Context: an optimization exercise on an open-source flow, tuned for small area and a short achievable clock period. The choices shown serve that exercise and are no tape-out recipe.
Where RTL was checked, it was by simulation tests only, not by an equivalence proof against the original.

// ce_agu
module ce_agu (
    input  wire        clk,
    input  wire        rst,         
    input  wire        wr_en,
    input  wire [4:0]  wr_sel,
    input  wire [15:0] wr_data,
    input  wire [4:0]  rd_sel,
    output wire [15:0] rd_data,
    input  wire        x_en,
    input  wire [1:0]  x_k,
    input  wire [15:0] x_disp,
    input  wire        x_upd,
    output wire [15:0] x_ea,
    output wire        x_fault,
    input  wire        y_en,
    input  wire [1:0]  y_k,
    input  wire [15:0] y_disp,
    input  wire        y_upd,
    output wire [15:0] y_ea,
    output wire        y_fault
);
Size: ~3,700 cells after synthesis, about 530 flip-flops, about 40,000 µm² of cells after synthesis.
Settings: LEC_CHECK=0, CAP_MARGIN=20, CORE_MARGIN=2, CORE_UTILIZATION=40, SLEW_MARGIN=20; clock period 60.0 ns.
standard.sh (not shown) runs the stock make flow with config.mk's settings and CLKGATE_MAP_FILE= SYNTH_SCRIPT=/design/flow/synth_recipe.tcl, a recipe that flattens the netlist after the stock synthesis.
==> flow/flow/run.sh <==
#!/bin/bash
# The standard layout (standard.sh), with one change to synthesis: ABC maps the
# logic with flow/abc_speed.script (area-oriented cut mapping, then ABC's
# buffering and sizing) in place of ORFS's delay-oriented script. Every other
# step, and every other script, is ORFS's own.
set -euo pipefail
here=$(pwd)
rm -rf "$here/synth_scripts"
cp -r "$FLOW_HOME/scripts" "$here/synth_scripts"
cp "$here/flow/abc_speed.script" "$here/synth_scripts/abc_speed.script"
bash standard.sh SCRIPTS_DIR="$here/synth_scripts" synth > "$here/synth.log" 2>&1
bash standard.sh > "$here/layout.log" 2>&1
==> flow/flow/abc_speed.script <==
strash
&get -n
&fraig -x
&put
scorr
dc2
strash
&get -n
&dch -f
&nf
&put
buffer -c
topo
stime -c
upsize -c
dnsize -c
The starting point finished with timing, DRC and antenna clean.
Then changed:
==> flow/run.sh (new file) <==
#!/bin/bash
# synth_recipe.tcl (not shown) runs the flow's synth.tcl, then flattens the netlist and writes it again
# the make line also repeats each setting of config.mk as NAME=value (left out here)
make -C /OpenROAD-flow-scripts/flow DESIGN_CONFIG=/design/flow/config.mk WORK_HOME=/design/flow/orfs CLKGATE_MAP_FILE= SYNTH_SCRIPT=/design/flow/synth_recipe.tcl finish
removed: flow/flow/run.sh
removed: flow/flow/abc_speed.script
removed: flow/standard.sh
After rerunning:
- The changed run produced a clean layout
- core utilization fell by 0.77 points
- first-iteration DRC count decreases by a quarter to a third
- via count falls by a few percent
- clock-buffer cell count is higher by 1
- sequential share of layout area came out lower by 1.6 points
- critical path depth is lower by 10
- cell area went up by a few percent


ce_agu, a different RTL version from the one above (not shown whole).
For scale: ~530 flip-flops, about 120 I/O pins, about 42000 sq um of cells after synthesis.
export LEC_CHECK = 0
export CAP_MARGIN = 20
export CORE_MARGIN = 2
export CORE_UTILIZATION = 40
export SLEW_MARGIN = 20
create_clock -name core_clock -period 60.0 [get_ports {clk}]
==> flow/flow/run.sh <==
#!/bin/bash
# The standard layout (standard.sh) with these changes:
# - synthesis keeps the design's modules apart until technology mapping and
#   maps each with its own ABC script (abc_hier.tcl); the netlist is then
#   flattened and renamed by synth_recipe.tcl as usual;
# - the port buffers that placement inserts are buf_4 cells;
# - clock tree synthesis uses clkbuf_8 cells, clusters of up to 12 sinks and
#   no dummy loads.
# Every other step and script is ORFS's own.
set -euo pipefail
here=$(pwd)
rm -rf "$here/own_scripts"
cp -r "$FLOW_HOME/scripts" "$here/own_scripts"
sed -i 's|^  log_cmd abc {\*}\$abc_args$|  source $::env(OWN_ABC_DIR)/abc_hier.tcl|' "$here/own_scripts/synth.tcl"
grep -q 'abc_hier.tcl' "$here/own_scripts/synth.tcl"
export OWN_ABC_DIR="$here/flow"
export BUFFER_PORTS_ARGS="-buffer_cell sky130_fd_sc_hd__buf_4"
export CTS_ARGS="-sink_clustering_enable -repair_clock_nets -dont_use_dummy_load -buf_list sky130_fd_sc_hd__clkbuf_8 -sink_clustering_size 12 -sink_clustering_max_diameter 60"
bash standard.sh SCRIPTS_DIR="$here/own_scripts" SYNTH_HIERARCHICAL=1 SYNTH_MINIMUM_KEEP_SIZE=0 \
    synth > "$here/synth.log" 2>&1
bash standard.sh "BUFFER_PORTS_ARGS=$BUFFER_PORTS_ARGS" "CTS_ARGS=$CTS_ARGS" > "$here/layout.log" 2>&1
==> flow/flow/abc_area.script <==
strash
&get -n
&fraig -x
&put
scorr
dc2
strash
&get -n
&dch -f
&nf
&put
buffer -c
topo
stime -c
upsize -c
dnsize -c
==> flow/flow/abc_dvb.script <==
strash
dch
map -D 10000
topo
stime -c
buffer -c
upsize -c
dnsize -c
==> flow/flow/abc_dvf.script <==
strash
dch
map -D 8000
topo
stime -c
buffer -c
upsize -c
dnsize -c
==> flow/flow/abc_fast.script <==
strash
dch
map -D 1500
topo
stime -c
buffer -c
upsize -c
dnsize -c
==> flow/flow/abc_hier.tcl <==
# Sourced by synth.tcl in place of its single abc call. Maps each module of
# the design with its own ABC script: the access module, which lies on the
# paths from inputs to outputs, for least delay; the rest for least area
# (abc_area.script) or for least area under a delay bound (map -D).
set own_dir $::env(OWN_ABC_DIR)
set abc_rest [lrange $abc_args 2 end]
log_cmd abc -script $own_dir/abc_fast.script {*}$abc_rest ce_agu_acc
log_cmd abc -script $own_dir/abc_area.script {*}$abc_rest ce_agu_rd
log_cmd abc -script $own_dir/abc_dvf.script {*}$abc_rest ce_agu_dvf
log_cmd abc -script $own_dir/abc_dvb.script {*}$abc_rest ce_agu_dvb
log_cmd abc -script $own_dir/abc_top.script {*}$abc_rest ce_agu
==> flow/flow/abc_top.script <==
strash
dch
map -D 15000
topo
stime -c
buffer -c
upsize -c
dnsize -c
The first run passed the timing, DRC and antenna checks.
Then changed:
==> flow/flow/abc_dvb.script (replaced) <==
strash
dc2
dch -f
map -D 10000
topo
stime -c
buffer -c
upsize -c
dnsize -c
==> flow/flow/abc_dvf.script (replaced) <==
strash
dc2
dch -f
map -D 8000
topo
stime -c
buffer -c
upsize -c
dnsize -c
==> flow/flow/abc_top.script (replaced) <==
strash
dc2
dch -f
map -D 15000
topo
stime -c
buffer -c
upsize -c
dnsize -c
The new run completed without violations.
Sequential share of layout area rose by 0.53 points.
Clock-buffer cell count came out lower by 3.
Global-route usage rose by 0.44 points.
Setup slack is worse by 1200 ps.
Worst hold slack barely changes.
Core utilization rises by 0.10 points.
No functional check of the RTL was part of any run of this note.

-- what the ideal ports hide --
The results above use ideal ports. As a check the final layouts listed here were re-extracted and re-timed, cells and wires unchanged.
Step 1, drivers: a clkbuf_16 drives clk and a buf_2 each remaining input, both assumed.
Step 2, shift: input delay + t, output delay - t, t = (earliest + latest rising clock arrival at the registers) / 2. This alone moves slack from input paths to output paths.
Three values: ideal, step 1, step 2; two values: the first two.
run | t, ns | slack for setup (ns) | worst data-port slew with drivers (ns)
the first run of note 1 | 0.714 | 30.230 / 30.149 / 30.149 | 0.10
the second run of note 1 | 0.695 | 31.494 / 31.435 / 31.435 | 0.07
the first run of note 2 | 0.745 | 32.546 / 32.520 / 32.520 | 0.09
the second run of note 2 | 0.729 | 31.330 / 31.330 / 31.330 | 0.19
After both steps every run listed still meets setup and hold. For the first run of note 1, which loses most, drivers alone change the setup slack by -0.081 ns; drivers and shift together by -0.081 ns.
